Background: an optimization exercise with open tools, aiming at small area and a short achievable clock period. Do not read the settings as production practice. Only simulation tests tie the RTL to the original design; equivalence was not proved. The clock input has no modelled driver; a real chip could not lean on it and would need a root buffer or a full tree. Power figures rest on the tool's default switching activity, not on a simulated workload.

==> flow/design.v (excerpt) <==
module rank_filter (
    input  wire        clk,
    input  wire        rst,         
    input  wire        in_valid,
    input  wire [19:0] in_i,
    input  wire [19:0] in_q,
    input  wire [2:0]  rank_hw,     
    input  wire [3:0]  rank_sel,    
    input  wire [1:0]  rank_mode,   
    input  wire [19:0] imp_th,      
    output reg         out_valid,
    output reg  [19:0] out_i,
    output reg  [19:0] out_q,
    output reg         out_imp,
    output reg  [15:0] imp_cnt
);
    reg [3:0]  sel;
    reg [1:0]  mode;
    reg [19:0] th;
    reg [6:0]  hw1;
    integer j;
    always @(posedge clk) begin
        for (j = 0; j < 7; j = j + 1)
            hw1[j] <= (rank_hw == j + 1);
        sel  <= rank_sel;
        mode <= rank_mode;
        th   <= imp_th;
    end
    reg        pend, rst1;
    reg [19:0] n_i, n_q;
    always @(posedge clk) begin
        pend <= in_valid & ~rst;
        rst1 <= rst;
        n_i  <= in_i;
        n_q  <= in_q;
    end
    reg  [3:0]  fill;
    wire [14:0] vld;
    genvar g;
    generate
        for (g = 0; g < 15; g = g + 1) begin : g_vld
            assign vld[g] = (fill > g);
        end
    endgenerate
    reg big_enough;
    always @* begin
        big_enough = 1'b0;
        for (j = 0; j < 7; j = j + 1)
            if (hw1[j] && fill > j)
                big_enough = 1'b1;
    end
    reg        rdy;
    always @(posedge clk) begin
        if (rst1)
            fill <= 4'd0;
        else if (pend && fill != 4'd15)
            fill <= {fill[3] ^ (fill[2] & fill[1] & fill[0]), fill[2] ^ (fill[1] & fill[0]),
                     fill[1] ^ fill[0], ~fill[0]};
        rdy <= pend & big_enough & ~rst;
    end
  ...
Settings: LEC_CHECK=0, CAP_MARGIN=20, CORE_MARGIN=2, CORE_UTILIZATION=45, PLACE_DENSITY=0.6, SLEW_MARGIN=20; clock period 16.0 ns.
standard.sh (not shown) runs the stock make flow with config.mk's settings and CLKGATE_MAP_FILE= SYNTH_SCRIPT=/design/flow/synth_recipe.tcl, a recipe that flattens the netlist after the stock synthesis.
==> flow/flow/run.sh <==
#!/bin/bash
# Own layout flow: the standard ORFS flow, except that
# - timing repair aims at a shorter period than the clock's (the design
#   meets the clock period by a wide margin, so the standard repair steps
#   would do nothing); the constraints are the design's, only the repair
#   target (flow/margin.txt, the setup slack it aims for) differs;
# - the clock tree is built by flow/cts.tcl: four root buffers on the clock
#   port, each driving leaf buffers for compact groups of registers, which
#   gives a shorter insertion delay than the standard H-tree;
# - flow/cts.tcl also gives the input ports the smallest buffer (the port
#   buffering picks a delay cell) and moves each output port's buffer next
#   to the register that drives it.
# - synthesis is the standard flow's, with flow/synth.tcl in place of synth_recipe.tcl:
#   ORFS's ABC mapping step runs flow/abc.script (delay-oriented mapping
#   with area recovery) instead of ORFS's speed script; the registers are
#   the standard synthesis's.
# Each tool's full output goes to a log file of its own in this folder.
set -euo pipefail
MARGIN=$(cat flow/margin.txt)
export OWN_ABC_SCRIPT=$PWD/flow/abc.script
bash standard.sh SYNTH_SCRIPT=$PWD/flow/synth.tcl synth > synth.log 2>&1
bash standard.sh SETUP_SLACK_MARGIN=$MARGIN floorplan > floorplan.log 2>&1
bash standard.sh SETUP_SLACK_MARGIN=$MARGIN place > place.log 2>&1
openroad -no_init -exit flow/cts.tcl > cts.log 2>&1
bash standard.sh SETUP_SLACK_MARGIN=$MARGIN route > route.log 2>&1
bash standard.sh SETUP_SLACK_MARGIN=$MARGIN finish > finish.log 2>&1
Other scripts of this flow, unchanged in this note and not shown: flow/flow/abc.script, flow/flow/cts.tcl, flow/flow/margin.txt, flow/flow/synth.tcl
==> next run, changes <==
--- a/flow/design.v
+++ b/flow/design.v
@@ -1,15 +1,14 @@
 module rank_select (
     input  wire        clk,
     input  wire        rst,
     input  wire        step,       
     input  wire [19:0] n,          
     input  wire [14:0] vld,        
     input  wire [6:0]  hw1,        
-    input  wire [7:0]  xsel,       
     input  wire [3:0]  sel,
     output reg  [19:0] q,          
     output reg  [19:0] x           
 );
     localparam N = 15;
     function automatic le20(input [19:0] a, input [19:0] b);
         reg c, u, v;
@@ -112,22 +111,26 @@
         end else if (step) begin
             c0   <= m;
             rdel <= rlv;
             for (k = 1; k < N; k = k + 1)
                 rb[k] <= r[k-1];
         end
     end
+    reg [N-1:0] hit;
     always @* begin
+        for (k = 1; k < N; k = k + 1)
+            hit[k] = hwt[(k+1)/2 - 1] && r[k] == sel;
+        hit[0] = ~|hit[N-1:1];
         q = 20'd0;
         for (k = 0; k < N; k = k + 1)
-            if ((k == 0 || hwt[(k+1)/2 - 1]) && r[k] == sel && vld[k])
+            if (hit[k] && vld[k])
                 q = q | win[k];
         x = 20'd0;
-        for (k = 0; k < 8; k = k + 1)
-            if (xsel[k])
+        for (k = 0; k < 7; k = k + 1)
+            if (hw1[k])
                 x = x | win[k+1];
     end
 endmodule
 module rank_filter (
     input  wire        clk,
     input  wire        rst,         
     input  wire        in_valid,
@@ -185,27 +188,26 @@
         else if (pend && fill != 4'd15)
             fill <= {fill[3] ^ (fill[2] & fill[1] & fill[0]), fill[2] ^ (fill[1] & fill[0]),
                      fill[1] ^ fill[0], ~fill[0]};
         rdy <= pend & big_enough & ~rst;
     end
     wire [19:0] q_i, q_q, x_i, x_q;
     rank_select u_sel_i (.clk(clk), .rst(rst1), .step(pend), .n(n_i), .vld(vld),
-                         .hw1(hw1), .xsel(xsel), .sel(sel), .q(q_i), .x(x_i));
+                         .hw1(hw1), .sel(sel), .q(q_i), .x(x_i));
     rank_select u_sel_q (.clk(clk), .rst(rst1), .step(pend), .n(n_q), .vld(vld),
-                         .hw1(hw1), .xsel(xsel), .sel(sel), .q(q_q), .x(x_q));
+                         .hw1(hw1), .sel(sel), .q(q_q), .x(x_q));
     reg        v2;
-    reg [7:0]  xsel;
-    reg [19:0] q2_i, q2_q;
+    reg [19:0] x2_i, x2_q, q2_i, q2_q;
     always @(posedge clk) begin
         v2   <= rdy & ~rst;
-        xsel <= pend ? {hw1, 1'b0} : {1'b0, hw1};
+        x2_i <= x_i;
+        x2_q <= x_q;
         q2_i <= q_i;
         q2_q <= q_q;
     end
-    wire [19:0] x2_i = x_i, x2_q = x_q;
     function automatic nonneg3(input [21:0] a, input [21:0] b, input [21:0] c);
         reg [21:0] s, k;
         reg        cy, u;
         integer    i;
         begin
             for (i = 0; i < 22; i = i + 1) begin
                 s[i] = a[i] ^ b[i] ^ c[i];
Effect: The new run produced a clean layout. Setup slack stays flat. Clock skew fell by 8.9 ps. Wire length fell by 3.2%. Sequential power rose by about 4%. Die area fell by 0.80%. Combinational power rose by 3.7%. Cell area fell by about 0.5%. Core utilization hardly moves. Power rose by 3.9%. Worst hold slack barely changes.
In every run of this note, the design's own scripts or RTL, not TritonCTS, make the clock network.

========
rank_filter again, from the RTL that the note above started with.
// rank_filter
module rank_filter (
    input  wire        clk,
    input  wire        rst,         
    input  wire        in_valid,
    input  wire [19:0] in_i,
    input  wire [19:0] in_q,
    input  wire [2:0]  rank_hw,     
    input  wire [3:0]  rank_sel,    
    input  wire [1:0]  rank_mode,   
    input  wire [19:0] imp_th,      
    output reg         out_valid,
    output reg  [19:0] out_i,
    output reg  [19:0] out_q,
    output reg         out_imp,
    output reg  [15:0] imp_cnt
);
==> module rank_select, before the edit <==
module rank_select (
    input  wire        clk,
    input  wire        rst,
    input  wire        step,       
    input  wire [19:0] n,          
    input  wire [14:0] vld,        
    input  wire [6:0]  hw1,        
    input  wire [7:0]  xsel,       
    input  wire [3:0]  sel,
    output reg  [19:0] q,          
    output reg  [19:0] x           
);
    localparam N = 15;
    function automatic le20(input [19:0] a, input [19:0] b);
        reg c, u, v;
        integer i;
        begin
            c = 1'b1;
            for (i = 0; i < 20; i = i + 1) begin
                u = (i == 19) ? ~b[i] : b[i];
                v = (i == 19) ? a[i] : ~a[i];
                c = (u & v) | (u & c) | (v & c);
            end
            le20 = c;
        end
    endfunction
    function automatic [1:0] fa(input a, input b, input c);
        fa = {(a & b) | (a & c) | (b & c), a ^ b ^ c};
    endfunction
    function automatic [3:0] count14(input [13:0] m);
        reg [1:0] f0, f1, f2, f3, f4, g0, g1, g2, g3, h0, h1, h2, h3, h4;
        begin
            f0 = fa(m[0],  m[1],  m[2]);
            f1 = fa(m[3],  m[4],  m[5]);
            f2 = fa(m[6],  m[7],  m[8]);
            f3 = fa(m[9],  m[10], m[11]);
            f4 = fa(m[12], m[13], 1'b0);
            g0 = fa(f0[0], f1[0], f2[0]);
            g1 = fa(f3[0], f4[0], 1'b0);
            g2 = fa(f0[1], f1[1], f2[1]);
            g3 = fa(f3[1], f4[1], 1'b0);
            h0 = fa(g0[0], g1[0], 1'b0);
            h1 = fa(g0[1], g1[1], g2[0]);
            h2 = fa(h1[0], g3[0], h0[1]);
            h3 = fa(g2[1], g3[1], h1[1]);
            h4 = fa(h3[0], h2[1], 1'b0);
            count14 = {h3[1] | h4[1], h4[0], h2[0], h0[0]};
        end
    endfunction
    function automatic [3:0] adj4(input [3:0] r, input up, input [3:0] d);
        reg g3, g2, g1, g0, e3, e2, e1, dn, inc, dec;
        reg [3:0] t;
        begin
            g3 = r[3] & ~d[3];  e3 = ~(r[3] ^ d[3]);
            g2 = r[2] & ~d[2];  e2 = ~(r[2] ^ d[2]);
            g1 = r[1] & ~d[1];  e1 = ~(r[1] ^ d[1]);
            g0 = r[0] & ~d[0];
            dn = g3 | e3 & (g2 | e2 & (g1 | e1 & g0));
            inc = up & ~dn;
            dec = dn & ~up;
            t[0] = inc | dec;
            t[1] = inc & r[0] | dec & ~r[0];
            t[2] = inc & r[0] & r[1] | dec & ~r[0] & ~r[1];
            t[3] = inc & r[0] & r[1] & r[2] | dec & ~r[0] & ~r[1] & ~r[2];
            adj4 = r ^ t;
        end
    endfunction
    reg  [19:0] win [0:N-1];
    reg  [3:0]  rb  [1:N-1];
    reg  [13:0] c0;      
    reg  [3:0]  rdel;
    integer k;
    wire [6:0] hwt;
    genvar g;
    generate
        for (g = 0; g < 7; g = g + 1) begin : g_hwt
            assign hwt[g] = |hw1[6:g];
        end
    endgenerate
    wire [13:0] m;
    generate
        for (g = 0; g < 14; g = g + 1) begin : g_cmp
            wire le = vld[g] ? le20(win[g], n) : ~n[19];
            assign m[g] = le & hwt[g / 2];
        end
    endgenerate
    wire [3:0] r [0:N-1];
    assign r[0] = count14(c0);
    generate
        for (g = 1; g < N; g = g + 1) begin : g_r
            assign r[g] = adj4(rb[g], ~c0[g-1], rdel);
        end
    endgenerate
    reg [3:0] rlv;
    always @* begin
        rlv = 4'd0;
        for (k = 0; k < 7; k = k + 1)
            if (hw1[k])
                rlv = rlv | r[2*k+2];
    end
    always @(posedge clk) begin
        if (step) begin
            win[0] <= n;
            for (k = 1; k < N; k = k + 1)
                win[k] <= win[k-1];
        end
        if (rst) begin
            c0   <= 14'd0;
            rdel <= 4'd15;
            for (k = 1; k < N; k = k + 1)
                rb[k] <= k[3:0] - 4'd1;
        end else if (step) begin
            c0   <= m;
            rdel <= rlv;
            for (k = 1; k < N; k = k + 1)
                rb[k] <= r[k-1];
        end
    end
    always @* begin
        q = 20'd0;
        for (k = 0; k < N; k = k + 1)
            if ((k == 0 || hwt[(k+1)/2 - 1]) && r[k] == sel && vld[k])
                q = q | win[k];
        x = 20'd0;
        for (k = 0; k < 8; k = k + 1)
            if (xsel[k])
                x = x | win[k+1];
    end
endmodule
clock: 16.0 ns
lec_check: 0
cap_margin: 20
core_margin: 2
core_utilization: 45
place_density: 0.6
slew_margin: 20
==> flow/flow/run.sh <==
#!/bin/bash
# Own layout flow: the standard ORFS flow, except that
# - timing repair aims at a shorter period than the clock's (the design
#   meets the clock period by a wide margin, so the standard repair steps
#   would do nothing); the constraints are the design's, only the repair
#   target (flow/margin.txt, the setup slack it aims for) differs;
# - the clock tree is built by flow/cts.tcl: four root buffers on the clock
#   port, each driving leaf buffers for compact groups of registers, which
#   gives a shorter insertion delay than the standard H-tree;
# - flow/cts.tcl also gives the input ports the smallest buffer (the port
#   buffering picks a delay cell) and moves each output port's buffer next
#   to the register that drives it.
# Each tool's full output goes to a log file of its own in this folder.
set -euo pipefail
MARGIN=$(cat flow/margin.txt)
bash standard.sh synth > synth.log 2>&1
bash standard.sh SETUP_SLACK_MARGIN=$MARGIN floorplan > floorplan.log 2>&1
bash standard.sh SETUP_SLACK_MARGIN=$MARGIN place > place.log 2>&1
openroad -no_init -exit flow/cts.tcl > cts.log 2>&1
bash standard.sh SETUP_SLACK_MARGIN=$MARGIN route > route.log 2>&1
bash standard.sh SETUP_SLACK_MARGIN=$MARGIN finish > finish.log 2>&1
Other scripts of this flow, unchanged in this note and not shown: flow/flow/cts.tcl, flow/flow/margin.txt
Rerun with:
--- a/flow/design.v
+++ b/flow/design.v
@@ -114,14 +114,18 @@
             rdel <= rlv;
             for (k = 1; k < N; k = k + 1)
                 rb[k] <= r[k-1];
         end
     end
+    reg [N-1:0] hit;
     always @* begin
+        for (k = 1; k < N; k = k + 1)
+            hit[k] = hwt[(k+1)/2 - 1] && r[k] == sel;
+        hit[0] = ~|hit[N-1:1];
         q = 20'd0;
         for (k = 0; k < N; k = k + 1)
-            if ((k == 0 || hwt[(k+1)/2 - 1]) && r[k] == sel && vld[k])
+            if (hit[k] && vld[k])
                 q = q | win[k];
         x = 20'd0;
         for (k = 0; k < 8; k = k + 1)
             if (xsel[k])
                 x = x | win[k+1];
=>
- fmax falls by 5.8%
- worst setup slack degrades by 0.26 ns
- clock skew rises by 0.022 ns
- critical path depth rises by 14
- clock power is about the same
- synthesized area is about the same
- sequential power barely changes
- power rises by 5.1%
- via count rises by 4.6%
- utilization rises by 1.7 points
- global-route usage rises by 1.7 points
- sequential share of layout area falls by 1.5 points
No run of this note takes its clock network from TritonCTS; it comes from the design's own scripts or RTL.

==> re-timing with driven ports <==
The flow's constraints put no driver on any port. The routed layouts listed below were extracted and timed again, unchanged, in two steps. Step 1: set_driving_cell puts a clkbuf_16 on clk and a buf_2 on each other input, an assumption about the parent block. Step 2 moves the port delays by t, midway between the first and last clock arrival at a register: inputs arrive t later, outputs are due t later. That takes back most of the time a late clock gives input paths. Slacks: ideal ports / drivers / drivers and shift; pairs: ideal ports / drivers.
run | shift t [ns] | setup slack, ns | slew at the worst register clock pin (ns) | worst data-port slew with drivers (ns)
the first run of note 1 | 0.583 | 11.900 / 11.721 / 11.855 | 0.10 / 0.10 | 0.09
the second run of note 1 | 0.589 | 11.903 / 11.725 / 11.915 | 0.10 / 0.10 | 0.07
the first run of note 2 | 0.618 | 11.873 / 11.709 / 11.604 | 0.11 / 0.11 | 0.05
the second run of note 2 | 0.626 | 11.618 / 11.618 / 11.618 | 0.11 / 0.11 | 0.06
After both steps every run listed still meets setup and hold. For the first run of note 2, which loses most, drivers alone change the setup slack by -0.164 ns; drivers and shift together by -0.269 ns.
